What follows belongs to an exercise in optimizing a design on an open flow for small area, a short achievable clock period and few clock cycles; a production flow would make more cautious choices.
Function was checked by simulation only, so behaviour that the tests miss may differ from the original.
Power is estimated from default activity; no workload was simulated.

File: design/flow/config.mk
export PLATFORM = sky130hd
export DESIGN_NAME = canopy_fec_tx
export DESIGN_NICKNAME = canopy_fec_tx
export VERILOG_FILES = /design/flow/design.v
export SDC_FILE = /design/flow/constraint.sdc
export NUM_CORES = 4
export LEC_CHECK = 0
export ABC_CLOCK_PERIOD_IN_PS = 5500
export CAP_MARGIN = 20
export CORE_MARGIN = 2
export CORE_UTILIZATION = 55
export CTS_BUF_LIST = sky130_fd_sc_hd__clkbuf_8
export CTS_CLUSTER_DIAMETER = 50
export CTS_CLUSTER_SIZE = 14
export SLEW_MARGIN = 20
File: design/flow/constraint.sdc
create_clock -name core_clock -period 13.0 [get_ports {clk}]
set_input_delay 2.6000 -clock core_clock [delete_from_list [all_inputs] [get_ports {clk}]]
set_output_delay 2.6000 -clock core_clock [all_outputs]
set_load 0.01 [all_outputs]
File: design/flow/design.v
module canopy_fec_tx (
    input  wire        clk,
    input  wire        rst,         
    input  wire        start,
    input  wire [30:0] seed,
    input  wire        in_valid,
    output wire        in_ready,
    input  wire [9:0]  in_sym,
    output reg         out_valid,
    input  wire        out_ready,
    output reg  [13:0] out_trits,
    output reg         out_first    
);
    function [159:0] rs_prod(input [9:0] f);
        reg [75:0] x;
        begin
            x[0] = f[0];
            x[1] = f[1];
            x[2] = f[2];
            x[3] = f[3];
            x[4] = f[4];
            x[5] = f[5];
            x[6] = f[6];
            x[7] = f[7];
            x[8] = f[8];
            x[9] = f[9];
            x[10] = x[3] ^ x[7];
            x[11] = x[5] ^ x[9];
            x[12] = x[2] ^ x[6];
            x[13] = x[4] ^ x[8];
            x[14] = x[0] ^ x[1];
            x[15] = x[9] ^ x[10];
            x[16] = x[1] ^ x[11];
            x[17] = x[8] ^ x[12];
            x[18] = x[13] ^ x[14];
            x[19] = x[0] ^ x[13];
            x[20] = x[4] ^ x[12];
            x[21] = x[3] ^ x[5];
            x[22] = x[4] ^ x[6];
            x[23] = x[3] ^ x[11];
            x[24] = x[5] ^ x[7];
            x[25] = x[5] ^ x[10];
            x[26] = x[2] ^ x[4];
            x[27] = x[7] ^ x[14];
            x[28] = x[10] ^ x[11];
            x[29] = x[2] ^ x[13];
            x[30] = x[12] ^ x[13];
            x[31] = x[6] ^ x[18];
            x[32] = x[6] ^ x[8];
            x[33] = x[0] ^ x[20];
            x[34] = x[11] ^ x[27];
            x[35] = x[2] ^ x[8];
            x[36] = x[1] ^ x[17];
            x[37] = x[1] ^ x[20];
            x[38] = x[2] ^ x[19];
            x[39] = x[7] ^ x[16];
            x[40] = x[10] ^ x[16];
            x[41] = x[3] ^ x[9];
            x[42] = x[7] ^ x[9];
            x[43] = x[0] ^ x[12];
            x[44] = x[0] ^ x[22];
            x[45] = x[12] ^ x[15];
            x[46] = x[0] ^ x[6];
            x[47] = x[10] ^ x[14];
            x[48] = x[14] ^ x[21];
            x[49] = x[1] ^ x[15];
            x[50] = x[1] ^ x[25];
            x[51] = x[3] ^ x[16];
            x[52] = x[14] ^ x[23];
            x[53] = x[0] ^ x[2];
            x[54] = x[0] ^ x[21];
            x[55] = x[0] ^ x[35];
            x[56] = x[1] ^ x[21];
            x[57] = x[1] ^ x[22];
            x[58] = x[1] ^ x[24];
            x[59] = x[11] ^ x[12];
            x[60] = x[0] ^ x[17];
            x[61] = x[1] ^ x[29];
            x[62] = x[3] ^ x[18];
            x[63] = x[6] ^ x[19];
            x[64] = x[14] ^ x[15];
            x[65] = x[15] ^ x[44];
            x[66] = x[16] ^ x[17];
            x[67] = x[17] ^ x[21];
            x[68] = x[18] ^ x[24];
            x[69] = x[32] ^ x[54];
            x[70] = x[3] ^ x[31];
            x[71] = x[10] ^ x[36];
            x[72] = x[11] ^ x[33];
            x[73] = x[13] ^ x[51];
            x[74] = x[15] ^ x[38];
            x[75] = x[26] ^ x[39];
            rs_prod[0] = x[30] ^ x[39];
            rs_prod[1] = x[17] ^ x[28];
            rs_prod[2] = x[6] ^ x[13] ^ x[15];
            rs_prod[3] = x[12] ^ x[14];
            rs_prod[4] = x[2] ^ x[47];
            rs_prod[5] = x[2] ^ x[62];
            rs_prod[6] = x[26] ^ x[52];
            rs_prod[7] = x[21] ^ x[37];
            rs_prod[8] = x[25] ^ x[33];
            rs_prod[9] = x[25] ^ x[31];
            rs_prod[10] = x[41] ^ x[61];
            rs_prod[11] = x[26] ^ x[23];
            rs_prod[12] = x[21] ^ x[22];
            rs_prod[13] = x[17] ^ x[40];
            rs_prod[14] = x[15] ^ x[30];
            rs_prod[15] = x[13] ^ x[28];
            rs_prod[16] = x[11] ^ x[63];
            rs_prod[17] = x[6] ^ x[34];
            rs_prod[18] = x[17] ^ x[27];
            rs_prod[19] = x[35] ^ x[64];
            rs_prod[20] = x[13] ^ x[40];
            rs_prod[21] = x[19] ^ x[59];
            rs_prod[22] = x[6] ^ x[40];
            rs_prod[23] = x[12] ^ x[52];
            rs_prod[24] = x[10] ^ x[37];
            rs_prod[25] = x[25] ^ x[38];
            rs_prod[26] = x[23] ^ x[31];
            rs_prod[27] = x[20] ^ x[34];
            rs_prod[28] = x[25] ^ x[36];
            rs_prod[29] = x[19] ^ x[45];
            rs_prod[30] = x[74];
            rs_prod[31] = x[73];
            rs_prod[32] = x[72];
            rs_prod[33] = x[18] ^ x[59];
            rs_prod[34] = x[12] ^ x[40];
            rs_prod[35] = x[10] ^ x[30];
            rs_prod[36] = x[19] ^ x[28];
            rs_prod[37] = x[11] ^ x[31];
            rs_prod[38] = x[12] ^ x[34];
            rs_prod[39] = x[71];
            rs_prod[40] = x[9] ^ x[31];
            rs_prod[41] = x[2] ^ x[34];
            rs_prod[42] = x[3] ^ x[36];
            rs_prod[43] = x[71];
            rs_prod[44] = x[74];
            rs_prod[45] = x[73];
            rs_prod[46] = x[72];
            rs_prod[47] = x[6] ^ x[50];
            rs_prod[48] = x[7] ^ x[30];
            rs_prod[49] = x[0] ^ x[8] ^ x[28];
            rs_prod[50] = x[22] ^ x[15];
            rs_prod[51] = x[24] ^ x[19];
            rs_prod[52] = x[32] ^ x[16];
            rs_prod[53] = x[0] ^ x[3] ^ x[26];
            rs_prod[54] = x[4] ^ x[48];
            rs_prod[55] = x[5] ^ x[37];
            rs_prod[56] = x[43] ^ x[25];
            rs_prod[57] = x[10] ^ x[31];
            rs_prod[58] = x[29] ^ x[39];
            rs_prod[59] = x[17] ^ x[23];
            rs_prod[60] = x[68];
            rs_prod[61] = x[66];
            rs_prod[62] = x[45];
            rs_prod[63] = x[48];
            rs_prod[64] = x[37];
            rs_prod[65] = x[53] ^ x[25];
            rs_prod[66] = x[70];
            rs_prod[67] = x[75];
            rs_prod[68] = x[67];
            rs_prod[69] = x[65];
            rs_prod[70] = x[10] ^ x[13];
            rs_prod[71] = x[11] ^ x[13];
            rs_prod[72] = x[11] ^ x[46];
            rs_prod[73] = x[70];
            rs_prod[74] = x[75];
            rs_prod[75] = x[67];
            rs_prod[76] = x[65];
            rs_prod[77] = x[68];
            rs_prod[78] = x[66];
            rs_prod[79] = x[45];
            rs_prod[80] = x[42] ^ x[46];
            rs_prod[81] = x[8] ^ x[27];
            rs_prod[82] = x[1] ^ x[9] ^ x[35];
            rs_prod[83] = x[10] ^ x[43];
            rs_prod[84] = x[10] ^ x[18];
            rs_prod[85] = x[16] ^ x[29];
            rs_prod[86] = x[12] ^ x[23];
            rs_prod[87] = x[22] ^ x[10];
            rs_prod[88] = x[24] ^ x[13];
            rs_prod[89] = x[32] ^ x[11];
            rs_prod[90] = x[13] ^ x[50];
            rs_prod[91] = x[11] ^ x[30];
            rs_prod[92] = x[6] ^ x[28];
            rs_prod[93] = x[6] ^ x[48];
            rs_prod[94] = x[7] ^ x[37];
            rs_prod[95] = x[55] ^ x[25];
            rs_prod[96] = x[41] ^ x[31];
            rs_prod[97] = x[26] ^ x[34];
            rs_prod[98] = x[21] ^ x[36];
            rs_prod[99] = x[15] ^ x[33];
            rs_prod[100] = x[14] ^ x[26] ^ x[28];
            rs_prod[101] = x[56] ^ x[30];
            rs_prod[102] = x[28] ^ x[33];
            rs_prod[103] = x[9] ^ x[60];
            rs_prod[104] = x[49];
            rs_prod[105] = x[38];
            rs_prod[106] = x[52];
            rs_prod[107] = x[14] ^ x[20];
            rs_prod[108] = x[2] ^ x[14] ^ x[25];
            rs_prod[109] = x[12] ^ x[62];
            rs_prod[110] = x[8] ^ x[49];
            rs_prod[111] = x[9] ^ x[38];
            rs_prod[112] = x[51];
            rs_prod[113] = x[18] ^ x[45];
            rs_prod[114] = x[29] ^ x[40];
            rs_prod[115] = x[23] ^ x[30];
            rs_prod[116] = x[22] ^ x[28];
            rs_prod[117] = x[24] ^ x[63];
            rs_prod[118] = x[32] ^ x[39];
            rs_prod[119] = x[42] ^ x[60];
            rs_prod[120] = x[3] ^ x[57];
            rs_prod[121] = x[24] ^ x[26];
            rs_prod[122] = x[69];
            rs_prod[123] = x[15];
            rs_prod[124] = x[19];
            rs_prod[125] = x[16];
            rs_prod[126] = x[43];
            rs_prod[127] = x[47];
            rs_prod[128] = x[61];
            rs_prod[129] = x[53] ^ x[23];
            rs_prod[130] = x[4] ^ x[50];
            rs_prod[131] = x[5] ^ x[30];
            rs_prod[132] = x[46] ^ x[28];
            rs_prod[133] = x[69];
            rs_prod[134] = x[42] ^ x[57];
            rs_prod[135] = x[24] ^ x[55];
            rs_prod[136] = x[32] ^ x[41] ^ x[14];
            rs_prod[137] = x[9] ^ x[26] ^ x[27];
            rs_prod[138] = x[35] ^ x[56];
            rs_prod[139] = x[41] ^ x[33];
            rs_prod[140] = x[16];
            rs_prod[141] = x[43];
            rs_prod[142] = x[47];
            rs_prod[143] = x[11] ^ x[29];
            rs_prod[144] = x[6] ^ x[23];
            rs_prod[145] = x[7] ^ x[44];
            rs_prod[146] = x[8] ^ x[58];
            rs_prod[147] = x[9] ^ x[17];
            rs_prod[148] = x[15];
            rs_prod[149] = x[19];
            rs_prod[150] = x[32] ^ x[58];
            rs_prod[151] = x[42] ^ x[17];
            rs_prod[152] = x[8] ^ x[15];
            rs_prod[153] = x[22] ^ x[34];
            rs_prod[154] = x[14] ^ x[24] ^ x[17];
            rs_prod[155] = x[17] ^ x[64];
            rs_prod[156] = x[29] ^ x[49];
            rs_prod[157] = x[23] ^ x[29];
            rs_prod[158] = x[22] ^ x[23];
            rs_prod[159] = x[24] ^ x[44];
        end
    endfunction
    function [13:0] b3_hi(input [4:0] x);
        begin
            b3_hi[0] = (x == 5'd1) |
                (x == 5'd4) |
                (x == 5'd7) |
                (x == 5'd10) |
                (x == 5'd13) |
                (x == 5'd16) |
                (x == 5'd19) |
                (x == 5'd22) |
                (x == 5'd25) |
                (x == 5'd28) |
                (x == 5'd31);
            b3_hi[1] = (x == 5'd2) |
                (x == 5'd5) |
                (x == 5'd8) |
                (x == 5'd11) |
                (x == 5'd14) |
                (x == 5'd17) |
                (x == 5'd20) |
                (x == 5'd23) |
                (x == 5'd26) |
                (x == 5'd29);
            b3_hi[2] = (x == 5'd3) |
                (x == 5'd4) |
                (x == 5'd5) |
                (x == 5'd12) |
                (x == 5'd13) |
                (x == 5'd14) |
                (x == 5'd21) |
                (x == 5'd22) |
                (x == 5'd23) |
                (x == 5'd30) |
                (x == 5'd31);
            b3_hi[3] = (x == 5'd6) |
                (x == 5'd7) |
                (x == 5'd8) |
                (x == 5'd15) |
                (x == 5'd16) |
                (x == 5'd17) |
                (x == 5'd24) |
                (x == 5'd25) |
                (x == 5'd26);
            b3_hi[4] = (x == 5'd1) |
                (x == 5'd4) |
                (x == 5'd7) |
                (x == 5'd9) |
                (x == 5'd12) |
                (x == 5'd15) |
                (x == 5'd20) |
                (x == 5'd23) |
                (x == 5'd26) |
                (x == 5'd28) |
                (x == 5'd31);
            b3_hi[5] = (x == 5'd2) |
                (x == 5'd5) |
                (x == 5'd8) |
                (x == 5'd10) |
                (x == 5'd13) |
                (x == 5'd16) |
                (x == 5'd18) |
                (x == 5'd21) |
                (x == 5'd24) |
                (x == 5'd29);
            b3_hi[6] = (x == 5'd2) |
                (x == 5'd3) |
                (x == 5'd7) |
                (x == 5'd12) |
                (x == 5'd16) |
                (x == 5'd17) |
                (x == 5'd21) |
                (x == 5'd22) |
                (x == 5'd26) |
                (x == 5'd27) |
                (x == 5'd31);
            b3_hi[7] = (x == 5'd1) |
                (x == 5'd5) |
                (x == 5'd6) |
                (x == 5'd10) |
                (x == 5'd11) |
                (x == 5'd15) |
                (x == 5'd20) |
                (x == 5'd24) |
                (x == 5'd25) |
                (x == 5'd29) |
                (x == 5'd30);
            b3_hi[8] = (x == 5'd2) |
                (x == 5'd6) |
                (x == 5'd9) |
                (x == 5'd10) |
                (x == 5'd13) |
                (x == 5'd17) |
                (x == 5'd21) |
                (x == 5'd25) |
                (x == 5'd28) |
                (x == 5'd29);
            b3_hi[9] = (x == 5'd3) |
                (x == 5'd7) |
                (x == 5'd11) |
                (x == 5'd14) |
                (x == 5'd15) |
                (x == 5'd18) |
                (x == 5'd22) |
                (x == 5'd26) |
                (x == 5'd30);
            b3_hi[10] = (x == 5'd4) |
                (x == 5'd5) |
                (x == 5'd6) |
                (x == 5'd7) |
                (x == 5'd16) |
                (x == 5'd17) |
                (x == 5'd18) |
                (x == 5'd27) |
                (x == 5'd28) |
                (x == 5'd29) |
                (x == 5'd30);
            b3_hi[11] = (x == 5'd8) |
                (x == 5'd9) |
                (x == 5'd10) |
                (x == 5'd11) |
                (x == 5'd19) |
                (x == 5'd20) |
                (x == 5'd21) |
                (x == 5'd22) |
                (x == 5'd31);
            b3_hi[12] = (x == 5'd12) |
                (x == 5'd13) |
                (x == 5'd14) |
                (x == 5'd15) |
                (x == 5'd16) |
                (x == 5'd17) |
                (x == 5'd18) |
                (x == 5'd19) |
                (x == 5'd20) |
                (x == 5'd21) |
                (x == 5'd22);
            b3_hi[13] = (x == 5'd23) |
                (x == 5'd24) |
                (x == 5'd25) |
                (x == 5'd26) |
                (x == 5'd27) |
                (x == 5'd28) |
                (x == 5'd29) |
                (x == 5'd30) |
                (x == 5'd31);
        end
    endfunction
    function [7:0] b3_lo(input [5:0] x);
        begin
            b3_lo[0] = (x == 6'd1) |
                (x == 6'd4) |
                (x == 6'd7) |
                (x == 6'd10) |
                (x == 6'd13) |
                (x == 6'd16) |
                (x == 6'd19) |
                (x == 6'd22) |
                (x == 6'd25) |
                (x == 6'd28) |
                (x == 6'd31) |
                (x == 6'd34) |
                (x == 6'd37) |
                (x == 6'd40) |
                (x == 6'd43) |
                (x == 6'd46) |
                (x == 6'd49) |
                (x == 6'd52) |
                (x == 6'd55) |
                (x == 6'd58) |
                (x == 6'd61);
            b3_lo[1] = (x == 6'd2) |
                (x == 6'd5) |
                (x == 6'd8) |
                (x == 6'd11) |
                (x == 6'd14) |
                (x == 6'd17) |
                (x == 6'd20) |
                (x == 6'd23) |
                (x == 6'd26) |
                (x == 6'd29) |
                (x == 6'd32) |
                (x == 6'd35) |
                (x == 6'd38) |
                (x == 6'd41) |
                (x == 6'd44) |
                (x == 6'd47) |
                (x == 6'd50) |
                (x == 6'd53) |
                (x == 6'd56) |
                (x == 6'd59) |
                (x == 6'd62);
            b3_lo[2] = (x == 6'd3) |
                (x == 6'd4) |
                (x == 6'd5) |
                (x == 6'd12) |
                (x == 6'd13) |
                (x == 6'd14) |
                (x == 6'd21) |
                (x == 6'd22) |
                (x == 6'd23) |
                (x == 6'd30) |
                (x == 6'd31) |
                (x == 6'd32) |
                (x == 6'd39) |
                (x == 6'd40) |
                (x == 6'd41) |
                (x == 6'd48) |
                (x == 6'd49) |
                (x == 6'd50) |
                (x == 6'd57) |
                (x == 6'd58) |
                (x == 6'd59);
            b3_lo[3] = (x == 6'd6) |
                (x == 6'd7) |
                (x == 6'd8) |
                (x == 6'd15) |
                (x == 6'd16) |
                (x == 6'd17) |
                (x == 6'd24) |
                (x == 6'd25) |
                (x == 6'd26) |
                (x == 6'd33) |
                (x == 6'd34) |
                (x == 6'd35) |
                (x == 6'd42) |
                (x == 6'd43) |
                (x == 6'd44) |
                (x == 6'd51) |
                (x == 6'd52) |
                (x == 6'd53) |
                (x == 6'd60) |
                (x == 6'd61) |
                (x == 6'd62);
            b3_lo[4] = (x == 6'd9) |
                (x == 6'd10) |
                (x == 6'd11) |
                (x == 6'd12) |
                (x == 6'd13) |
                (x == 6'd14) |
                (x == 6'd15) |
                (x == 6'd16) |
                (x == 6'd17) |
                (x == 6'd36) |
                (x == 6'd37) |
                (x == 6'd38) |
                (x == 6'd39) |
                (x == 6'd40) |
                (x == 6'd41) |
                (x == 6'd42) |
                (x == 6'd43) |
                (x == 6'd44) |
                (x == 6'd63);
            b3_lo[5] = (x == 6'd18) |
                (x == 6'd19) |
                (x == 6'd20) |
                (x == 6'd21) |
                (x == 6'd22) |
                (x == 6'd23) |
                (x == 6'd24) |
                (x == 6'd25) |
                (x == 6'd26) |
                (x == 6'd45) |
                (x == 6'd46) |
                (x == 6'd47) |
                (x == 6'd48) |
                (x == 6'd49) |
                (x == 6'd50) |
                (x == 6'd51) |
                (x == 6'd52) |
                (x == 6'd53);
            b3_lo[6] = (x == 6'd27) |
                (x == 6'd28) |
                (x == 6'd29) |
                (x == 6'd30) |
                (x == 6'd31) |
                (x == 6'd32) |
                (x == 6'd33) |
                (x == 6'd34) |
                (x == 6'd35) |
                (x == 6'd36) |
                (x == 6'd37) |
                (x == 6'd38) |
                (x == 6'd39) |
                (x == 6'd40) |
                (x == 6'd41) |
                (x == 6'd42) |
                (x == 6'd43) |
                (x == 6'd44) |
                (x == 6'd45) |
                (x == 6'd46) |
                (x == 6'd47) |
                (x == 6'd48) |
                (x == 6'd49) |
                (x == 6'd50) |
                (x == 6'd51) |
                (x == 6'd52) |
                (x == 6'd53);
            b3_lo[7] = (x == 6'd54) |
                (x == 6'd55) |
                (x == 6'd56) |
                (x == 6'd57) |
                (x == 6'd58) |
                (x == 6'd59) |
                (x == 6'd60) |
                (x == 6'd61) |
                (x == 6'd62) |
                (x == 6'd63);
        end
    endfunction
    function [3:0] dig_add(input [3:0] x);
        begin
            dig_add[0] = (x == 4'd1) |
                (x == 4'd4) |
                (x == 4'd10);
            dig_add[1] = (x == 4'd2) |
                (x == 4'd5) |
                (x == 4'd8);
            dig_add[2] = (x == 4'd6) |
                (x == 4'd9) |
                (x == 4'd10);
            dig_add[3] = (x == 4'd2) |
                (x == 4'd5) |
                (x == 4'd8);
        end
    endfunction
    function [13:0] to_trits(input [10:0] v);
        reg [13:0] a;
        reg [7:0]  b;
        reg [13:0] u;
        reg [6:0]  g, p, c;
        integer k;
        begin
            a = b3_hi(v[10:6]);
            b = b3_lo(v[5:0]);
            for (k = 0; k < 4; k = k + 1)
                {p[k], g[k], u[2*k +: 2]} = dig_add({b[2*k +: 2], a[2*k +: 2]});
            for (k = 4; k < 7; k = k + 1) begin
                u[2*k +: 2] = a[2*k +: 2];
                g[k] = 1'b0;
                p[k] = a[2*k+1];
            end
            c[0] = 1'b0;
            c[1] = g[0];
            c[2] = g[1] | (p[1] & g[0]);
            c[3] = g[2] | (p[2] & g[1]) | (p[2] & p[1] & g[0]);
            c[4] = g[3] | (p[3] & g[2]) | (p[3] & p[2] & g[1]) | (p[3] & p[2] & p[1] & g[0]);
            c[5] = p[4] & c[4];
            c[6] = p[5] & p[4] & c[4];
            for (k = 0; k < 7; k = k + 1)
                to_trits[2*k +: 2] = c[k] ? {u[2*k], ~u[2*k+1] & ~u[2*k]} : u[2*k +: 2];
        end
    endfunction
    reg        in_ready_r;
    reg  [9:0] sym_q;           
    reg        v_q;
    reg  [9:0] ccnt;            
    reg        flush;           
    reg        sof;             
    reg  [3:0] cwi;             
    reg        fpend;           
    reg  [9:0] par [0:15];
    reg [30:0] scr;
    reg [19:0] gw;              
    reg        emp, hi;
    reg  [3:0] ph;              
    reg [10:0] e_q;             
    reg        e_v, e_first;
    assign in_ready = in_ready_r;
    wire clr       = rst | start;
    wire acc       = in_valid & in_ready_r;    
    wire room      = emp | ~hi;            
    wire hold      = v_q & ~room;
    wire push_d    = v_q & room;
    wire par_phase = (ccnt[9:4] == 6'b100001) & ~v_q;
    wire push_p    = par_phase & (flush | room);
    wire push_w    = push_d | (push_p & ~flush);
    wire wrap      = push_p & (ccnt[3:0] == 4'hf);
    wire [9:0]   fb     = v_q ? (sym_q ^ par[15]) : 10'd0;
    wire [9:0]   cw_sym = v_q ? sym_q : par[15];
    wire [159:0] prod   = rs_prod(fb);
    reg  [9:0] key;
    integer b;
    always @(*)
        for (b = 0; b < 10; b = b + 1)
            key[9-b] = scr[30-b] ^ scr[27-b];
    wire [9:0] s = cw_sym ^ key;
    wire [19:0] win = room ? {gw[9:0], s} : gw;
    wire [10:0] grp = win[ph +: 11];
    wire        have = push_w ? ~emp : hi;   
    wire adv_out = ~out_valid | out_ready;
    wire adv_e   = ~e_v | adv_out;
    wire pop     = adv_e & have;
    wire borrow  = (ph == 4'd0);
    wire hi_next = pop ? (push_w & hi & ~borrow) : (push_w ? ~emp : hi);
    wire emp_next = pop ? (borrow & ~(push_w & hi)) : (emp & ~push_w);
    wire [9:0] ccnt_b     = wrap ? 10'd0 : ccnt + {9'd0, push_p};
    wire [9:0] ccnt_b1    = ccnt_b + 10'd1;
    wire       lt0        = (ccnt_b < 10'd528);
    wire       lt1        = (ccnt_b < 10'd527);
    wire       last0      = (ccnt_b == 10'd543);
    wire       flush_next = flush & ~wrap;
    wire       room_np    = push_w ? emp : room;    
    wire       r00 = (lt0 & (~hold | room_np)) | (last0 & (flush_next | room_np));
    wire       r01 = lt0 | last0;                    
    wire       r10 = lt1 & room_np;
    wire       r11 = lt1;
    wire       ready_next = pop ? (acc ? r11 : r01) : (acc ? r10 : r00);
    always @(posedge clk) begin
        if (!hold)
            sym_q <= in_sym;
        if (push_d | push_p) begin
            par[0] <= prod[9:0];
            for (b = 1; b < 16; b = b + 1)
                par[b] <= par[b-1] ^ prod[10*b +: 10];
        end
        if (push_w)
            gw <= {gw[9:0], s};
        if (start)
            scr <= seed;
        else if (push_w)
            scr <= {scr[20:0], key};
    end
    always @(posedge clk) begin
        if (clr) begin
            in_ready_r <= 1'b0;
            v_q        <= 1'b0;
            ccnt       <= 10'd528;
            flush      <= 1'b1;
            sof        <= 1'b1;
            cwi        <= 4'd0;
            fpend      <= 1'b0;
            emp        <= 1'b1;
            hi         <= 1'b0;
            ph         <= 4'd9;
        end else begin
            in_ready_r <= ready_next;
            v_q        <= acc | hold;
            ccnt       <= acc ? ccnt_b1 : ccnt_b;
            flush      <= flush_next;
            if (push_d)
                sof <= 1'b0;
            else if (wrap)
                sof <= 1'b1;
            if (wrap & ~flush)
                cwi <= (cwi == 4'd10) ? 4'd0 : cwi + 4'd1;
            if (push_d & sof & (cwi == 4'd0))
                fpend <= 1'b1;
            else if (pop)
                fpend <= 1'b0;
            emp        <= emp_next;
            hi         <= hi_next;
            if (pop)
                ph <= (ph == 4'd0) ? 4'd9 : ph - 4'd1;
        end
    end
    wire [13:0] trits = to_trits(e_q);
    always @(posedge clk) begin
        if (clr) begin
            e_v       <= 1'b0;
            out_valid <= 1'b0;
        end else begin
            if (adv_e) begin
                e_v     <= have;
                e_q     <= grp;
                e_first <= fpend;
            end
            if (adv_out) begin
                out_valid <= e_v;
                out_trits <= trits;
                out_first <= e_first;
            end
        end
    end
endmodule
File: design/flow/flow/run.sh
#!/bin/bash
# Own layout flow: the standard synthesis and layout, with
# - the timing repair asked to keep a setup margin, so that paths end up
#   well below the 13 ns clock period the layout is constrained and signed
#   off at;
# - the port buffers made of the smallest buffer (timing repair resizes the
#   ones on critical paths);
# - clock tree synthesis without dummy load cells.
set -euo pipefail
bash standard.sh synth > synth.log 2>&1
bash standard.sh finish SETUP_SLACK_MARGIN=9.3 \
    "BUFFER_PORTS_ARGS=-buffer_cell sky130_fd_sc_hd__buf_1" \
    "CTS_ARGS=-sink_clustering_enable -repair_clock_nets -buf_list sky130_fd_sc_hd__clkbuf_8 -sink_clustering_size 14 -sink_clustering_max_diameter 50 -dont_use_dummy_load" \
    > layout.log 2>&1
File: design/flow/standard.sh
#!/bin/bash
# synth_recipe.tcl (not shown) runs the flow's synth.tcl, then flattens the netlist and writes it again
# the make line also repeats each setting of config.mk as NAME=value (left out here)
make -C /OpenROAD-flow-scripts/flow DESIGN_CONFIG=/design/flow/config.mk WORK_HOME=/design/flow/orfs CLKGATE_MAP_FILE= SYNTH_SCRIPT=/design/flow/synth_recipe.tcl "${@:-finish}"
==> reports/qor.json, run 1 <==
{
  "status": "finished clean",
  "detail_route.drc_violations": 0,
  "ctsHtreeMaxLevel": 2,
  "die_area_um2": 29530,
  "dr_total_vias": 9884,
  "post-synth-top-count-cell": "sky130_fd_sc_hd__edfxtp_1",
  "post_synth_main_area_contributors": "sky130_fd_sc_hd__edfxtp_1 (48%), sky130_fd_sc_hd__xnor2_1 (14%), sky130_fd_sc_hd__xor2_1 (8.7%)",
  "tightest_slew_ns": 1.053,
  "register_clock_pin_slew_on_the_reported_worst_setup_and_hold_paths_ns": 0.07,
  "initial_antenna_violation_count": 1,
  "max-slew-margin-rel_pct": 29.62,
  "cts-hold-fix-buffers": 0,
  "cts.path.max_buffers": 3,
  "worstPathCellList": "clkbuf_2",
  "path_buf_inv": 1,
  "vias_per_cell": 5.525,
  "p_leak_nw": 6.612,
  "synth_enable_flop_cells": 248,
  "holdCritPathClass": "register to register",
  "synth.cell_area_um2": 15500,
  "preCtsSetupSlack_ns": 8.518,
  "setup_ws_ns": 9.323,
  "reg2reg_from": "par[15][6]",
  "start_kind": "register",
  "rsz0062_at_grt": "true",
  "critPathTopFamily": "flip-flops",
  "crit_type": "register to output port",
  "maximum_single_stage_delay_on_the_critical_path_ns": 0.42,
  "maxCapViolations": 0,
  "yosysTopAreaCellShare_pct": 48.06,
  "flow.area_growth_from_synthesis_pct": 10.56,
  "clock_insertion_delay_worst_skew_ns": 0.55,
  "drt_wl_total_um": 35240,
  "timing.hold.worst_endpoint": "out_first",
  "worstRegToRegCells": 8,
  "first_pass_grt_wire_length_um": 54190,
  "via_count_of_the_first_global_routing_pass": 9866,
  "first_pass_iters": 4,
  "fin_worst_skew_ns": 0.06352,
  "port_buffers": 62,
  "design.final.nets": 1462,
  "hold_start": "e_first",
  "timing.final.hold_violations": 0,
  "final_layout_size_suffix_gt1_share_pct": 13.47,
  "placementRows": 61,
  "worstSetupPathDepth": 1,
  "clock_sink_count": 275,
  "synthesis.yosys.warnings": 2,
  "cp_data_arrival_time_ns": 1.08,
  "start_util_pct": 55.78,
  "min_delay_path_depth": 0,
  "worst_ir_drop_vdd_mv": 0.08765,
  "powerDensity_nw_per_um2": 96.01,
  "synthCells": 1301,
  "cts_buffers": 35,
  "synth_cell_count_leaders": "sky130_fd_sc_hd__edfxtp_1 (248), sky130_fd_sc_hd__xnor2_1 (244), sky130_fd_sc_hd__xor2_1 (154)",
  "floorplan.die.height_um": 171.9,
  "synth.distinct_cells": 84,
  "top_level_ports": 63,
  "async_set_or_reset_flop_fraction_in_the_synthesized_netlist_pct": 0,
  "finalWorstPathRequiredPeriod_ns": 3.677,
  "grt_overflow": 0,
  "synth.ff_latch_count": 275,
  "critPathLaunch": "out_trits[8]",
  "max_freq_mhz": 272.0,
  "worst_ep_required_time_ns": 10.40,
  "timing_max_transition_violations_final": 0,
  "critical-path-slowest-cell": "sky130_fd_sc_hd__edfxtp_1",
  "final-setup-viol-count": 0,
  "initialDrtViolationCount": 627,
  "fill_cell_total_of_the_finished_layout": 2321,
  "synthesis.nets": 1350,
  "synth-main-ff-cell": "sky130_fd_sc_hd__edfxtp_1",
  "place_hpwl_um": 23250,
  "rrSetupSlack_ns": 9.44,
  "grt_util_all_layers_pct": 24.21,
  "final.period_utilization_pct": 28.28,
  "critical_path_peak_fanout": 1,
  "cp-end-kind": "output port",
  "routed_len_inst_um": 19.70,
  "total_negative_setup_slacks_ns": 0,
  "post_synth.cell_area_avg_um2": 11.91,
  "place.gp.congestion": 0.8231,
  "r2r-end": "par[4][3]",
  "die_width_um": 171.9,
  "insertedDiodeCount": 0,
  "tritoncts_clock_tree": "built",
  "grt_max_degree": 63,
  "yosysSeqAreaShare_pct": 51.55,
  "antenna_left": 0,
  "synth_top_cell_by_area": "sky130_fd_sc_hd__edfxtp_1",
  "timing.hold.ws_ns": 0.4163,
  "cts-root-buf": "sky130_fd_sc_hd__clkbuf_8",
  "coreArea_um2": 27780
}
[logic make-up after synthesis]
kind of cell             Yosys count  share of synthesized area [%]
XOR/XNOR                         399                          22.60
AND/OR/NAND/NOR                  301                          9.374
flip-flops                       275                          51.55
AO/OA/AOI/OAI                    155                          7.202
multiplexers                      96                          6.984
buffers and inverters             71                          1.986
adder cells (fa/ha/maj)            4                         0.3069
[power breakdown]
part           internal (mW)  total [mW]  switching, mW
Sequential             0.971       0.979        0.00780
Combinational         0.0573       0.128         0.0706
Clock                  0.240       0.538          0.298
[layer usage]
layer | track usage, % | share of wire (%)
met1 | 32.52 | 45
met2 | 41.71 | 50
met3 | 3.273 | 3.0
met4 | 6.028 | 2.0
met5 | 0 | 0.037
[worst max-delay path by stage]
| stage | endpoint | slack, ns |
|---|---|---|
| 2_1_floorplan | ccnt[9] | 9.25 |
| 4_1_cts | out_trits[8] | 9.31 |
| 5_1_grt | out_trits[8] | 9.28 |
| 3_3_place_gp | out_trits[8] | 8.55 |
| 3_5_place_dp | out_trits[13] | 8.52 |
| 6_report | out_trits[8] | 9.32 |
[timing repair]
| action | CTS | global route |
|---|---|---|
| setup buffers | 43 | 11 |
| resized for setup | 5 | 15 |
| endpoints found under the setup margin | 41 | 18 |
| gates cloned | 0 | 0 |
| pin swaps | 3 | 4 |
[cells in the final DEF (no fill, tap or decap), types with 4 or more instances in the layout]
| cell type | instances |
|---|---|
| sky130_fd_sc_hd__edfxtp_1 | 248 |
| sky130_fd_sc_hd__xnor2_1 | 244 |
| sky130_fd_sc_hd__xor2_1 | 153 |
| sky130_fd_sc_hd__nand2_1 | 95 |
| sky130_fd_sc_hd__nor2_1 | 84 |
| sky130_fd_sc_hd__buf_4 | 71 |
| sky130_fd_sc_hd__buf_1 | 59 |
| sky130_fd_sc_hd__mux2i_1 | 53 |
| sky130_fd_sc_hd__a21oi_1 | 37 |
| sky130_fd_sc_hd__mux2_2 | 37 |
| sky130_fd_sc_hd__clkbuf_8 | 35 |
| sky130_fd_sc_hd__o21ai_0 | 30 |
| sky130_fd_sc_hd__dfxtp_1 | 26 |
| sky130_fd_sc_hd__nor2b_1 | 18 |
| sky130_fd_sc_hd__nand2b_1 | 15 |
| sky130_fd_sc_hd__and2_1 | 12 |
| sky130_fd_sc_hd__nor3_1 | 12 |
| sky130_fd_sc_hd__inv_1 | 9 |
| sky130_fd_sc_hd__nand4_1 | 9 |
| sky130_fd_sc_hd__o211ai_1 | 8 |
| sky130_fd_sc_hd__nand3b_1 | 7 |
| sky130_fd_sc_hd__a21o_1 | 7 |
| sky130_fd_sc_hd__mux4_2 | 6 |
| sky130_fd_sc_hd__nor4_1 | 6 |
| sky130_fd_sc_hd__nand3_1 | 6 |
| sky130_fd_sc_hd__nor3b_1 | 5 |
| sky130_fd_sc_hd__o22ai_1 | 4 |
| sky130_fd_sc_hd__o22a_1 | 4 |
| sky130_fd_sc_hd__a31oi_1 | 4 |
| sky130_fd_sc_hd__a211o_1 | 4 |
| sky130_fd_sc_hd__o221ai_1 | 4 |
[per-stage QoR]
step           cell area (um^2)  std cells  power, mW  utilization (%)
3_3_place_gp              16120       1699      1.109            58.03
4_1_cts                   16960       1777      1.653            61.04
5_1_grt                   17130       1789      1.702            61.67
3_5_place_dp              16120       1699      1.111            58.03
2_1_floorplan             15570       1301      1.083                -
6_report                  17130       1789      1.645            61.67
[sequential cells by signal, summed over array words and instances, names as in the netlist, 4 cells and up]
| signal | count |
|---|---|
| ccnt | 10 |
| cwi | 4 |
| par | 160 |
| out_trits | 14 |
| scr | 31 |
| ph | 4 |
| sym_q | 10 |
| e_q | 11 |
| gw | 20 |
[cell type report]
cell class | count | area [um^2] | area share, %
Inverter | 10 | 37.54 | 0.2191
Clock buffer | 35 | 481.7 | 2.812
Timing Repair Buffer | 136 | 808.3 | 4.718
Sequential cell | 275 | 7989 | 46.63
Multi-Input combinational cell | 955 | 7343 | 42.86
Tap cell | 378 | 473.0 | 2.761
Testbench counts, summed over its fixed seeds: cycles 52,368.
==> inputs of run 2 (changes only) <==
--- a/design/flow/config.mk
+++ b/design/flow/config.mk
@@ -7,6 +7,6 @@
 export LEC_CHECK = 0
-export ABC_CLOCK_PERIOD_IN_PS = 5500
+export ABC_CLOCK_PERIOD_IN_PS = 4000
 export CAP_MARGIN = 20
 export CORE_MARGIN = 2
-export CORE_UTILIZATION = 55
+export CORE_UTILIZATION = 68
 export CTS_BUF_LIST = sky130_fd_sc_hd__clkbuf_8
@@ -14,2 +14,3 @@
 export CTS_CLUSTER_SIZE = 14
+export PLACE_DENSITY = 0.74
 export SLEW_MARGIN = 20
==> reports/qor.json, run 2 <==
{
  "routed_len_inst": {"value": 20.01, "unit": "um", "change": "+1.6%"},
  "insertedDiodeCount": {"value": 0, "change": "unchanged"},
  "cts_buffers": {"value": 29, "change": "-17%"},
  "final-setup-viol-count": {"value": 0, "change": "unchanged"},
  "grt_overflow": {"value": 0, "change": "unchanged"},
  "maximum_single_stage_delay_on_the_critical_path": {"value": 0.41, "unit": "ns", "change": "about the same"},
  "initialDrtViolationCount": {"value": 723, "change": "+15%"},
  "dr_total_vias": {"value": 9977, "change": "+0.94%"},
  "final_cells": {"value": 1683, "change": "-5.9%"},
  "async_set_or_reset_flop_fraction_in_the_synthesized_netlist": {"value": 0, "unit": "%", "change": "unchanged"},
  "clock_insertion_delay_worst_skew": {"value": 0.60, "unit": "ns", "change": "+0.05 ns"},
  "yosysTopAreaCellShare": {"value": 48.06, "unit": "%", "change": "unchanged"},
  "die_width": {"value": 155.0, "unit": "um", "change": "-9.8%"},
  "final_cell_mix": "sky130_fd_sc_hd__edfxtp_1 (248), sky130_fd_sc_hd__xnor2_1 (241), sky130_fd_sc_hd__xor2_1 (153)",
  "powerDensity": {"value": 93.65, "unit": "nW/um^2", "change": "-2.5%"},
  "cts.path.max_buffers": {"value": 3, "change": "unchanged"},
  "start_kind": "register",
  "fill_cell_total_of_the_finished_layout": {"value": 1539, "change": "-34%"},
  "cp_data_arrival_time": {"value": 1.10, "unit": "ns", "change": "+0.02 ns"},
  "reg.largest.list": "par: 160 flops, scr: 31 flops, gw: 20 flops",
  "floorplan.die.height": {"value": 155.0, "unit": "um", "change": "-9.8%"},
  "synth_enable_flop_cells": {"value": 248, "change": "unchanged"},
  "die_area": {"value": 24010, "unit": "um^2", "change": "-19%"},
  "holdCritPathClass": "register to register",
  "synthesis.nets": {"value": 1350, "change": "unchanged"},
  "fin_total_pwr": {"value": 1.584, "unit": "mW", "change": "-3.7%"},
  "post-synth-top-count-cell": "sky130_fd_sc_hd__edfxtp_1",
  "synth-main-ff-cell": "sky130_fd_sc_hd__edfxtp_1",
  "synth.distinct_cells": {"value": 84, "change": "unchanged"},
  "max-slew-margin-rel": {"value": 28.27, "unit": "%", "change": "-1.4 points"},
  "first_pass_grt_wire_length": {"value": 52060, "unit": "um", "change": "-3.9%"},
  "detail_route.drc_violations": {"value": 0, "change": "unchanged"},
  "cts-root-buf": "sky130_fd_sc_hd__clkbuf_8",
  "clock_sink_count": {"value": 275, "change": "unchanged"},
  "yosysSeqAreaShare": {"value": 51.55, "unit": "%", "change": "unchanged"},
  "path_buf_inv": {"value": 1, "change": "unchanged"},
  "place.gp.congestion": {"value": 0.8349, "change": "+1.4%"},
  "via_count_of_the_first_global_routing_pass": {"value": 9684, "change": "-1.8%"},
  "critical-path-slowest-cell": "sky130_fd_sc_hd__edfxtp_1",
  "cp-end-kind": "output port",
  "place_hpwl": {"value": 22200, "unit": "um", "change": "-4.5%"},
  "port_buffers": {"value": 62, "change": "unchanged"},
  "largest_register": "par",
  "fin_worst_skew": {"value": 0.07772, "unit": "ns", "change": "+0.01420 ns"},
  "most_common_library_cell_in_the_layout_ignoring_fill_and_taps": "sky130_fd_sc_hd__edfxtp_1",
  "post_synth.cell_area_avg": {"value": 11.91, "unit": "um^2", "change": "unchanged"},
  "flow.area_growth_from_synthesis_pct": 9.132,
  "p_leak": {"value": 6.555, "unit": "nW", "change": "-0.86%"},
  "timing.final.hold_violations": {"value": 0, "change": "unchanged"},
  "synth_cell_count_leaders": "sky130_fd_sc_hd__edfxtp_1 (248), sky130_fd_sc_hd__xnor2_1 (244), sky130_fd_sc_hd__xor2_1 (154)",
  "antenna_left": {"value": 0, "change": "unchanged"},
  "tritoncts_clock_tree": "built",
  "total_negative_setup_slacks": {"value": 0, "unit": "ns", "change": "unchanged"},
  "vias_per_cell": {"value": 5.928, "change": "+7.3%"},
  "cts-hold-fix-buffers": {"value": 0, "change": "unchanged"},
  "synthCells": {"value": 1301, "change": "unchanged"},
  "register_clock_pin_slew_on_the_reported_worst_setup_and_hold_paths": {"value": 0.07, "unit": "ns", "change": "about the same"},
  "critPathTopFamily": "flip-flops",
  "post_synth_main_area_contributors": "sky130_fd_sc_hd__edfxtp_1 (48%), sky130_fd_sc_hd__xnor2_1 (14%), sky130_fd_sc_hd__xor2_1 (8.7%)",
  "status": "finished clean",
  "initial_antenna_violation_count": {"value": 0, "change": "-1"},
  "synth.cell_area": {"value": 15500, "unit": "um^2", "change": "unchanged"},
  "maxCapViolations": {"value": 0, "change": "unchanged"},
  "max_freq": {"value": 270.0, "unit": "MHz", "change": "-0.73%"},
  "synthesis.yosys.warnings": {"value": 2, "change": "unchanged"},
  "ctsHtreeMaxLevel": {"value": 1, "change": "-1"},
  "grt_max_degree": {"value": 60, "change": "-4.8%"},
  "timing_max_transition_violations_final": {"value": 0, "change": "unchanged"},
  "placementRows": {"value": 55, "change": "-9.8%"},
  "post-place-cells": {"value": 1603, "change": "-5.7%"},
  "flip_flop_count_of_the_largest_register_all_copies_and_words_added": {"value": 160, "change": "unchanged"},
  "critical_path_peak_fanout": {"value": 1, "change": "unchanged"},
  "final_layout_size_suffix_gt1_share": {"value": 12.95, "unit": "%", "change": "-0.52 points"},
  "synth_top_cell_by_area": "sky130_fd_sc_hd__edfxtp_1",
  "worst_ir_drop_vdd": {"value": 0.09894, "unit": "mV", "change": "+13%"},
  "top_level_ports": {"value": 63, "change": "unchanged"},
  "synth.ff_latch_count": {"value": 275, "change": "unchanged"},
  "worst_ep_required_time": {"value": 10.40, "unit": "ns", "change": "about the same"},
  "design.final.nets": {"value": 1449, "change": "-0.89%"},
  "drt_wl_total": {"value": 33680, "unit": "um", "change": "-4.4%"},
  "rsz0062_at_grt": "true",
  "first_pass_iters": {"value": 5, "change": "+1"},
  "coreArea": {"value": 22500, "unit": "um^2", "change": "-19%"},
  "start_util": {"value": 68.86, "unit": "%", "change": "+13 points"},
  "worstPathCellList": "clkbuf_2",
  "final.period_utilization": {"value": 28.49, "unit": "%", "change": "+0.21 points"},
  "finalWorstPathRequiredPeriod": {"value": 3.704, "unit": "ns", "change": "+0.02688 ns"},
  "tightest_slew": {"value": 1.072, "unit": "ns", "change": "+0.01922 ns"},
  "crit_type": "register to output port",
  "grt_util_all_layers": {"value": 27.90, "unit": "%", "change": "+3.7 points"}
}
==> run 2: cell counts after synthesis <==
No cell type changed its count.
==> run 2: where the power goes <==
part	internal [mW]	leakage [nW]	switching, mW
clock	0.197	0.209	0.279
sequential	0.971	3.04	0.00755
combinational	0.0577	3.31	0.0714
==> run 2: per-layer routing <==
layer | routed length, um | vias to the layer above | global-route usage [%]
li1 | - | 4760 | -
met1 | 14130 | 4869 | 36.69
met2 | 16870 | 279 | 48.83
met3 | 1752 | 69 | 3.955
met4 | 932 | 0 | 7.716
met5 | 0 | - | 0
==> run 2: final timing paths <==
| kind | cells after the start | start | slack [ns] | end |
|---|---|---|---|---|
| worst max register to register | 12 | e_q[6] | 9.44 | out_trits[12] |
| worst min-delay path | 0 | e_first | 0.42 | out_first |
| worst min register to register | 0 | e_first | 0.42 | out_first |
| worst max-delay path | 1 | out_trits[8] | 9.30 | out_trits[8] |
==> run 2: cells by family after synthesis <==
logic type | count (synthesis) | share of synthesized area (%)
fa+ha+maj | 4 | 0.3069
xor+xnor | 399 | 22.60
mux | 96 | 6.984
simple gates | 301 | 9.374
flops | 275 | 51.55
buf+inv | 71 | 1.986
compound gates | 155 | 7.202
==> run 2: timing repair <==
action	in CTS	in global routing
buffers inserted	29	22
setup endpoints to repair	29	21
pin swaps	2	3
resized for setup	6	19
==> run 2: final cells by class <==
class / count / area, um^2 / share of cell area (%)
Sequential cell: 275 / 7989 / 47.24
Multi-Input combinational cell: 955 / 7380 / 43.64
Tap cell: 285 / 356.6 / 2.109
Timing Repair Buffer: 129 / 749.5 / 4.432
Inverter: 10 / 37.54 / 0.2220
Clock buffer: 29 / 399.1 / 2.360
==> run 2: stage by stage <==
| step | util, % | hold WS (ns) | setup WS (ns) | area, um^2 |
|---|---|---|---|---|
| 3_3_place_gp | 71.03 | 0.4045 | 8.600 | 15980 |
| 2_1_floorplan | - | 0.4003 | 9.253 | 15570 |
| 4_1_cts | 73.97 | 0.4231 | 9.263 | 16650 |
| 5_1_grt | 75.15 | 0.4400 | 9.249 | 16910 |
| 6_report | 75.15 | 0.4195 | 9.296 | 16910 |
| 3_5_place_dp | 71.03 | 0.4075 | 8.590 | 15980 |
==> inputs of run 3 (changes only) <==
--- a/design/flow/config.mk
+++ b/design/flow/config.mk
@@ -10,3 +10,3 @@
 export CORE_MARGIN = 2
-export CORE_UTILIZATION = 68
+export CORE_UTILIZATION = 55
 export CTS_BUF_LIST = sky130_fd_sc_hd__clkbuf_8
@@ -14,3 +14,2 @@
 export CTS_CLUSTER_SIZE = 14
-export PLACE_DENSITY = 0.74
 export SLEW_MARGIN = 20
==> reports/qor.json, run 3 <==
{
  "maxCapViolations": {"value": 0, "change": "unchanged"},
  "worst_ir_drop_vdd": {"value": 0.08765, "unit": "mV", "change": "-11%"},
  "timing.hold.worst_endpoint": "out_first",
  "cts-root-buf": "sky130_fd_sc_hd__clkbuf_8",
  "drt_wl_total": {"value": 35240, "unit": "um", "change": "+4.6%"},
  "synth_top_cell_by_area": "sky130_fd_sc_hd__edfxtp_1",
  "powerDensity": {"value": 96.01, "unit": "nW/um^2", "change": "+2.5%"},
  "fin_total_pwr": {"value": 1.645, "unit": "mW", "change": "+3.9%"},
  "routed_len_inst": {"value": 19.70, "unit": "um", "change": "-1.6%"},
  "reg.largest.list": "par: 160 flops, scr: 31 flops, gw: 20 flops",
  "synth.ff_latch_count": {"value": 275, "change": "unchanged"},
  "post-synth-top-count-cell": "sky130_fd_sc_hd__edfxtp_1",
  "start_util": {"value": 55.78, "unit": "%", "change": "-13 points"},
  "grt_overflow": {"value": 0, "change": "unchanged"},
  "detail_route.drc_violations": {"value": 0, "change": "unchanged"},
  "timing_max_transition_violations_final": {"value": 0, "change": "unchanged"},
  "worst_ep_required_time": {"value": 10.40, "unit": "ns", "change": "about the same"},
  "critical_path_peak_fanout": {"value": 1, "change": "unchanged"},
  "met2_grt_util": {"value": 41.71, "unit": "%", "change": "-7.1 points"},
  "synth.distinct_cells": {"value": 84, "change": "unchanged"},
  "die_area": {"value": 29530, "unit": "um^2", "change": "+23%"},
  "die_width": {"value": 171.9, "unit": "um", "change": "+11%"},
  "max_freq": {"value": 272.0, "unit": "MHz", "change": "+0.73%"},
  "floorplan.die.height": {"value": 171.9, "unit": "um", "change": "+11%"},
  "clock_insertion_delay_worst_skew": {"value": 0.55, "unit": "ns", "change": "-0.05 ns"},
  "coreArea": {"value": 27780, "unit": "um^2", "change": "+23%"},
  "p_leak": {"value": 6.612, "unit": "nW", "change": "+0.87%"},
  "largest_register": "par",
  "synth_enable_flop_cells": {"value": 248, "change": "unchanged"},
  "first_pass_grt_wire_length": {"value": 54190, "unit": "um", "change": "+4.1%"},
  "via_count_of_the_first_global_routing_pass": {"value": 9866, "change": "+1.9%"},
  "initialDrtViolationCount": {"value": 627, "change": "-13%"},
  "status": "finished clean",
  "synth.cell_area": {"value": 15500, "unit": "um^2", "change": "unchanged"},
  "flip_flop_count_of_the_largest_register_all_copies_and_words_added": {"value": 160, "change": "unchanged"},
  "design.final.nets": {"value": 1462, "change": "+0.90%"},
  "top_level_ports": {"value": 63, "change": "unchanged"},
  "clock_sink_count": {"value": 275, "change": "unchanged"},
  "cts_buffers": {"value": 35, "change": "+21%"},
  "maximum_single_stage_delay_on_the_critical_path": {"value": 0.42, "unit": "ns", "change": "about the same"},
  "holdCritPathClass": "register to register",
  "min_delay_path_depth": {"value": 0, "change": "unchanged"},
  "flow.area_growth_from_synthesis_pct": 10.56,
  "final_core_util": {"value": 61.67, "unit": "%", "change": "-13 points"},
  "max-slew-margin-rel": {"value": 29.62, "unit": "%", "change": "+1.4 points"},
  "r2r-end": "par[4][3]",
  "vias_per_cell": {"value": 5.525, "change": "-6.8%"},
  "worstPathCellList": "clkbuf_2",
  "tightest_slew": {"value": 1.053, "unit": "ns", "change": "-0.01922 ns"},
  "post_synth.cell_area_avg": {"value": 11.91, "unit": "um^2", "change": "unchanged"},
  "post_synth_main_area_contributors": "sky130_fd_sc_hd__edfxtp_1 (48%), sky130_fd_sc_hd__xnor2_1 (14%), sky130_fd_sc_hd__xor2_1 (8.7%)",
  "most_common_library_cell_in_the_layout_ignoring_fill_and_taps": "sky130_fd_sc_hd__edfxtp_1",
  "critPathTopFamily": "flip-flops",
  "synthesis.yosys.warnings": {"value": 2, "change": "unchanged"},
  "tritoncts_clock_tree": "built",
  "final.period_utilization": {"value": 28.28, "unit": "%", "change": "-0.21 points"},
  "cp-end-kind": "output port",
  "timing.final.hold_violations": {"value": 0, "change": "unchanged"},
  "preCtsSetupSlack": {"value": 8.518, "unit": "ns", "change": "-0.07224 ns"},
  "place_hpwl": {"value": 23250, "unit": "um", "change": "+4.7%"},
  "antenna_left": {"value": 0, "change": "unchanged"},
  "cp_data_arrival_time": {"value": 1.08, "unit": "ns", "change": "-0.02 ns"},
  "placementRows": {"value": 61, "change": "+11%"},
  "initial_antenna_violation_count": {"value": 1, "change": "+1"},
  "grt.met3_usage": {"value": 3.273, "unit": "%", "change": "-0.68 points"},
  "setup_ws": {"value": 9.323, "unit": "ns", "change": "+0.02688 ns"},
  "rsz0062_at_grt": "true",
  "first_pass_iters": {"value": 4, "change": "-1"},
  "grt_max_degree": {"value": 63, "change": "+5.0%"},
  "ctsHtreeMaxLevel": {"value": 2, "change": "+1"},
  "insertedDiodeCount": {"value": 0, "change": "unchanged"},
  "final_cell_mix": "sky130_fd_sc_hd__edfxtp_1 (248), sky130_fd_sc_hd__xnor2_1 (244), sky130_fd_sc_hd__xor2_1 (153)",
  "path_buf_inv": {"value": 1, "change": "unchanged"},
  "async_set_or_reset_flop_fraction_in_the_synthesized_netlist": {"value": 0, "unit": "%", "change": "unchanged"},
  "grt_util_all_layers": {"value": 24.21, "unit": "%", "change": "-3.7 points"},
  "finalWorstPathRequiredPeriod": {"value": 3.677, "unit": "ns", "change": "-0.02688 ns"},
  "yosysSeqAreaShare": {"value": 51.55, "unit": "%", "change": "unchanged"},
  "cts.path.max_buffers": {"value": 3, "change": "unchanged"},
  "total_negative_setup_slacks": {"value": 0, "unit": "ns", "change": "unchanged"},
  "yosysTopAreaCellShare": {"value": 48.06, "unit": "%", "change": "unchanged"},
  "place.gp.congestion": {"value": 0.8231, "change": "-1.4%"},
  "start_kind": "register",
  "global_route.usage.met1": {"value": 32.52, "unit": "%", "change": "-4.2 points"},
  "fill_cell_total_of_the_finished_layout": {"value": 2321, "change": "+51%"},
  "worstRegToRegCells": {"value": 8, "change": "-4"},
  "register_clock_pin_slew_on_the_reported_worst_setup_and_hold_paths": {"value": 0.07, "unit": "ns", "change": "about the same"},
  "final-setup-viol-count": {"value": 0, "change": "unchanged"},
  "reg2reg_from": "par[15][6]",
  "rrSetupSlack": {"value": 9.44, "unit": "ns", "change": "about the same"},
  "dr_total_vias": {"value": 9884, "change": "-0.93%"},
  "fin_worst_skew": {"value": 0.06352, "unit": "ns", "change": "-0.01420 ns"},
  "synth_cell_count_leaders": "sky130_fd_sc_hd__edfxtp_1 (248), sky130_fd_sc_hd__xnor2_1 (244), sky130_fd_sc_hd__xor2_1 (154)",
  "port_buffers": {"value": 62, "change": "unchanged"},
  "final_layout_size_suffix_gt1_share": {"value": 13.47, "unit": "%", "change": "+0.52 points"},
  "synth-main-ff-cell": "sky130_fd_sc_hd__edfxtp_1",
  "crit_type": "register to output port",
  "grt_most_used_layer": "met2",
  "synthCells": {"value": 1301, "change": "unchanged"},
  "hold_start": "e_first",
  "critical-path-slowest-cell": "sky130_fd_sc_hd__edfxtp_1",
  "synthesis.nets": {"value": 1350, "change": "unchanged"}
}
## run 3: layout make-up
class	instances	area, um^2	area share [%]
inverters	10	37.54	0.2191
clock buffers	35	481.7	2.812
repair buffers	136	808.3	4.718
multi-input cells	955	7343	42.86
well taps	378	473.0	2.761
flip-flops and latches	275	7989	46.63
## run 3: timing repair
action / CTS / global route
gates resized for setup: 5 / 15
pin swaps: 3 / 4
setup endpoints to repair: 41 / 18
hold buffers: 0 / 0
buffers inserted: 43 / 11
## run 3: metal layers
metal	part of all wire [%]	wire, um
met1	45	15910
met2	50	17550
met3	3.0	1061
met4	2.0	697
met5	0.037	13
## run 3: kinds of logic after synthesis
family          share of synthesized area, %
xor+xnor                               22.60
fa+ha+maj                             0.3069
buf+inv                                1.986
compound gates                         7.202
simple gates                           9.374
mux                                    6.984
flops                                  51.55
## run 3: report_power, final
part	internal (mW)	switching (mW)
Sequential	0.971	0.00780
Combinational	0.0573	0.0706
Clock	0.240	0.298
Total	1.27	0.377
## run 3: how the worst max path moves through the flow
stage,from,to,slack (ns),cells past startpoint
floorplan,in_valid,ccnt[9],9.25,7
global placement,start,out_trits[8],8.55,3
detailed placement,start,out_trits[13],8.52,3
CTS,out_trits[8],out_trits[8],9.31,1
global route,e_q[1],out_trits[8],9.28,13
finish,out_trits[8],out_trits[8],9.32,1
## run 3: stage by stage
step | area, um^2 | instances | hold WS [ns]
5_1_grt | 17130 | 1789 | 0.4378
2_1_floorplan | 15570 | 1301 | 0.4003
3_3_place_gp | 16120 | 1699 | 0.4121
3_5_place_dp | 16120 | 1699 | 0.4045
6_report | 17130 | 1789 | 0.4163
4_1_cts | 16960 | 1777 | 0.4184
==> inputs of run 4 (changes only) <==
--- a/design/flow/config.mk
+++ b/design/flow/config.mk
@@ -8,3 +8,3 @@
 export ABC_CLOCK_PERIOD_IN_PS = 4000
-export CAP_MARGIN = 20
+export CAP_MARGIN = 5
 export CORE_MARGIN = 2
@@ -14,2 +14,2 @@
 export CTS_CLUSTER_SIZE = 14
-export SLEW_MARGIN = 20
+export SLEW_MARGIN = 5
==> reports/qor.json, run 4 <==
{
  "preCtsSetupSlack": {"value": 8.518, "unit": "ns", "change": "unchanged"},
  "synthCells": {"value": 1301, "change": "unchanged"},
  "synth_cell_count_leaders": "sky130_fd_sc_hd__edfxtp_1 (248), sky130_fd_sc_hd__xnor2_1 (244), sky130_fd_sc_hd__xor2_1 (154)",
  "port_buffers": {"value": 62, "change": "unchanged"},
  "via_count_of_the_first_global_routing_pass": {"value": 9866, "change": "unchanged"},
  "switchingPower": {"value": 0.3747, "unit": "mW", "change": "-0.49%"},
  "insertedDiodeCount": {"value": 0, "change": "unchanged"},
  "post_synth.cell_area_avg": {"value": 11.91, "unit": "um^2", "change": "unchanged"},
  "place.gp.congestion": {"value": 0.8231, "change": "unchanged"},
  "tightest_slew": {"value": 1.062, "unit": "ns", "change": "+0.008921 ns"},
  "final_cell_mix": "sky130_fd_sc_hd__edfxtp_1 (248), sky130_fd_sc_hd__xnor2_1 (243), sky130_fd_sc_hd__xor2_1 (152)",
  "path_buf_inv": {"value": 1, "change": "unchanged"},
  "critical-path-slowest-cell": "sky130_fd_sc_hd__edfxtp_1",
  "cts_buffers": {"value": 35, "change": "unchanged"},
  "final_layout_size_suffix_gt1_share": {"value": 13.55, "unit": "%", "change": "+0.080 points"},
  "placementRows": {"value": 61, "change": "unchanged"},
  "routed_len_inst": {"value": 19.64, "unit": "um", "change": "-0.28%"},
  "max-slew-margin-rel": {"value": 29.02, "unit": "%", "change": "-0.60 points"},
  "cts-root-buf": "sky130_fd_sc_hd__clkbuf_8",
  "tritoncts_clock_tree": "built",
  "top_level_ports": {"value": 63, "change": "unchanged"},
  "fin_worst_skew": {"value": 0.05755, "unit": "ns", "change": "-0.005970 ns"},
  "synthesis.yosys.warnings": {"value": 2, "change": "unchanged"},
  "timing.final.hold_violations": {"value": 0, "change": "unchanged"},
  "cts-hold-fix-buffers": {"value": 0, "change": "unchanged"},
  "drt_wl_total": {"value": 35120, "unit": "um", "change": "-0.34%"},
  "power.clock.fraction": {"value": 32.6, "unit": "%", "change": "about the same"},
  "first_pass_iters": {"value": 5, "change": "+1"},
  "synthesis.nets": {"value": 1350, "change": "unchanged"},
  "maxCapViolations": {"value": 0, "change": "unchanged"},
  "cts.path.max_buffers": {"value": 3, "change": "unchanged"},
  "design.final.nets": {"value": 1461, "change": "-0.068%"},
  "share_seq_of_total_power": {"value": 59.6, "unit": "%", "change": "about the same"},
  "detail_route.drc_violations": {"value": 0, "change": "unchanged"},
  "most_common_library_cell_in_the_layout_ignoring_fill_and_taps": "sky130_fd_sc_hd__edfxtp_1",
  "ctsHtreeMaxLevel": {"value": 2, "change": "unchanged"},
  "crit_type": "register to output port",
  "met2_length": {"value": 17360, "unit": "um", "change": "-1.1%"},
  "powerDensity": {"value": 95.86, "unit": "nW/um^2", "change": "-0.16%"},
  "floorplan.die.height": {"value": 171.9, "unit": "um", "change": "unchanged"},
  "clock_sink_count": {"value": 275, "change": "unchanged"},
  "internal_power": {"value": 1.268, "unit": "mW", "change": "about the same"},
  "synth_top_cell_by_area": "sky130_fd_sc_hd__edfxtp_1",
  "met3_length": {"value": 1190, "unit": "um", "change": "+12%"},
  "final.period_utilization": {"value": 28.31, "unit": "%", "change": "about the same"},
  "yosysTopAreaCellShare": {"value": 48.06, "unit": "%", "change": "unchanged"},
  "holdCritPathClass": "register to register",
  "die_area": {"value": 29530, "unit": "um^2", "change": "unchanged"},
  "grt_util_all_layers": {"value": 24.21, "unit": "%", "change": "unchanged"},
  "synth_enable_flop_cells": {"value": 248, "change": "unchanged"},
  "finalWorstPathRequiredPeriod": {"value": 3.680, "unit": "ns", "change": "+0.003310 ns"},
  "dr_total_vias": {"value": 9935, "change": "+0.52%"},
  "grt_max_degree": {"value": 63, "change": "unchanged"},
  "p_sw_share": {"value": 22.80, "unit": "%", "change": "-0.086 points"},
  "timing.hold.ws": {"value": 0.4169, "unit": "ns", "change": "+0.0006030 ns"},
  "grt_overflow": {"value": 0, "change": "unchanged"},
  "first_pass_grt_wire_length": {"value": 54190, "unit": "um", "change": "unchanged"},
  "rsz0062_at_grt": "true",
  "met1_wire_length": {"value": 15780, "unit": "um", "change": "-0.82%"},
  "register_clock_pin_slew_on_the_reported_worst_setup_and_hold_paths": {"value": 0.07, "unit": "ns", "change": "about the same"},
  "setup_ws": {"value": 9.320, "unit": "ns", "change": "-0.003310 ns"},
  "vias_per_cell": {"value": 5.556, "change": "+0.57%"},
  "place_hpwl": {"value": 23250, "unit": "um", "change": "unchanged"},
  "combinationalPowerShare": {"value": 7.8, "unit": "%", "change": "about the same"},
  "antenna_left": {"value": 0, "change": "unchanged"},
  "synth.ff_latch_count": {"value": 275, "change": "unchanged"},
  "post-synth-top-count-cell": "sky130_fd_sc_hd__edfxtp_1",
  "start_util": {"value": 55.78, "unit": "%", "change": "unchanged"},
  "critical_path_peak_fanout": {"value": 1, "change": "unchanged"},
  "flip_flop_count_of_the_largest_register_all_copies_and_words_added": {"value": 160, "change": "unchanged"},
  "synth.distinct_cells": {"value": 84, "change": "unchanged"},
  "fin_total_pwr": {"value": 1.643, "unit": "mW", "change": "-0.11%"},
  "final-setup-viol-count": {"value": 0, "change": "unchanged"},
  "cp-end-kind": "output port",
  "synth.cell_area": {"value": 15500, "unit": "um^2", "change": "unchanged"},
  "status": "finished clean",
  "coreArea": {"value": 27780, "unit": "um^2", "change": "unchanged"},
  "worstPathCellList": "clkbuf_2",
  "worst_ep_required_time": {"value": 10.40, "unit": "ns", "change": "about the same"},
  "flow.area_growth_from_synthesis": {"value": 10.61, "unit": "%", "change": "about the same"},
  "maximum_single_stage_delay_on_the_critical_path": {"value": 0.42, "unit": "ns", "change": "about the same"},
  "initialDrtViolationCount": {"value": 595, "change": "-5.1%"},
  "initial_antenna_violation_count": {"value": 1, "change": "unchanged"},
  "worst_ir_drop_vdd": {"value": 0.08764, "unit": "mV", "change": "about the same"},
  "clock_insertion_delay_worst_skew": {"value": 0.54, "unit": "ns", "change": "about the same"},
  "start_kind": "register",
  "total_negative_setup_slacks": {"value": 0, "unit": "ns", "change": "unchanged"},
  "maxUsedRoutingLayer": "met5",
  "cp_data_arrival_time": {"value": 1.08, "unit": "ns", "change": "about the same"},
  "post_synth_main_area_contributors": "sky130_fd_sc_hd__edfxtp_1 (48%), sky130_fd_sc_hd__xnor2_1 (14%), sky130_fd_sc_hd__xor2_1 (8.7%)",
  "timing_max_transition_violations_final": {"value": 0, "change": "unchanged"},
  "largest_register": "par",
  "synth-main-ff-cell": "sky130_fd_sc_hd__edfxtp_1",
  "die_width": {"value": 171.9, "unit": "um", "change": "unchanged"},
  "p_leak": {"value": 6.614, "unit": "nW", "change": "about the same"},
  "yosysSeqAreaShare": {"value": 51.55, "unit": "%", "change": "unchanged"},
  "reg.largest.list": "par: 160 flops, scr: 31 flops, gw: 20 flops",
  "async_set_or_reset_flop_fraction_in_the_synthesized_netlist": {"value": 0, "unit": "%", "change": "unchanged"},
  "max_freq": {"value": 271.7, "unit": "MHz", "change": "about the same"},
  "critPathTopFamily": "flip-flops"
}
## run 4: worst reg2reg max path: stages, from the launching register on
cell,delay (ns)
sky130_fd_sc_hd__edfxtp_1,0.41
sky130_fd_sc_hd__xor2_1,0.45
sky130_fd_sc_hd__xnor2_1,0.17
sky130_fd_sc_hd__nand2_1,0.64
sky130_fd_sc_hd__xor2_4,0.46
sky130_fd_sc_hd__buf_4,0.28
sky130_fd_sc_hd__xnor2_1,0.46
sky130_fd_sc_hd__xnor2_1,0.24
sky130_fd_sc_hd__xor2_1,0.20
## run 4: path summary, 6_finish.rpt
check,start,to,slack [ns],cells after the start
max,out_trits[8],out_trits[8],9.32,1
min reg2reg,e_first,out_first,0.42,0
min,e_first,out_first,0.42,0
max reg2reg,par[15][6],par[4][3],9.42,8
## run 4: metrics by stage
stage | area, um^2 | instances | utilization (%)
after global routing | 17140 | 1788 | 61.70
after detailed placement | 16120 | 1699 | 58.03
final | 17140 | 1788 | 61.70
after CTS | 16960 | 1777 | 61.04
after floorplan | 15570 | 1301 | -
after global placement | 16120 | 1699 | 58.03
## run 4: cells by family (layout without fill, tap and decap cells)
group | after synthesis | in the layout | share of synthesized area [%]
and+or+nand+nor | 301 | 301 | 9.374
AOI/OAI and AO/OA | 155 | 155 | 7.202
muxes | 96 | 96 | 6.984
DFF | 275 | 275 | 51.55
buffers and inverters | 71 | 180 | 1.986
xor gates and xnor gates | 399 | 399 | 22.60
adders and majority gates | 4 | 4 | 0.3069
## run 4: final cells by class
type	count	area, um^2
Sequential cell	275	7989
Tap cell	378	473.0
Multi-Input combinational cell	955	7358
Inverter	10	37.54
Fill cell	2322	10640
Clock buffer	35	481.7
Timing Repair Buffer	135	800.8
## run 4: timing repair
action                                 4_1_cts  5_1_grt
setup endpoints to repair                   41       20
pin swaps                                    3        4
gates resized for setup                      5       17
buffers inserted                            43       11
endpoints found under the hold margin        0        0
## run 4: metal layers
layer / vias to the layer above / global-route usage (%)
met1: 4884 / 32.52
met2: 191 / 41.71
met4: 2 / 6.028
li1: 4798 / -
met5: - / 0
met3: 60 / 3.273
## run 4: power by group through the flow
stage               logic [mW]  clock network, mW  registers (mW)
floorplan               0.0863                  0           0.997
global placement         0.107                  0            1.00
detailed placement       0.109                  0            1.00
CTS                      0.122              0.552           0.979
global route             0.141              0.581           0.980
finish                   0.128              0.536           0.979

==> separate check: timing with driven ports <==
No port has a modelled driver above. Below, the same layouts with a new extraction and two added sets of constraints.
Step 1 (the two cells are an assumption about what drives the block):
set clk [get_ports {clk}]
set_driving_cell -lib_cell sky130_fd_sc_hd__clkbuf_16 $clk
set_driving_cell -lib_cell sky130_fd_sc_hd__buf_2 [delete_from_list [all_inputs] $clk]
Step 2, shift: input delay + t, output delay - t, t = (earliest + latest rising clock arrival at the registers) / 2. This alone moves slack from input paths to output paths.
a / b / c = no drivers / after step 1 / after step 2; a / b = the first two.
run | t, ns | setup slack, ns | worst setup path after step 2
run 1 | 0.561 | 9.323 / 9.277 / 8.919 | input to register
run 2 | 0.608 | 9.296 / 9.253 / 8.810 | input to register
run 3 | 0.561 | 9.323 / 9.277 / 8.919 | input to register
run 4 | 0.560 | 9.320 / 9.273 / 8.924 | input to register
After both steps setup and hold are still met in every run listed. For run 2, which loses most, drivers alone change the setup slack by -0.043 ns; drivers and shift together by -0.486 ns.
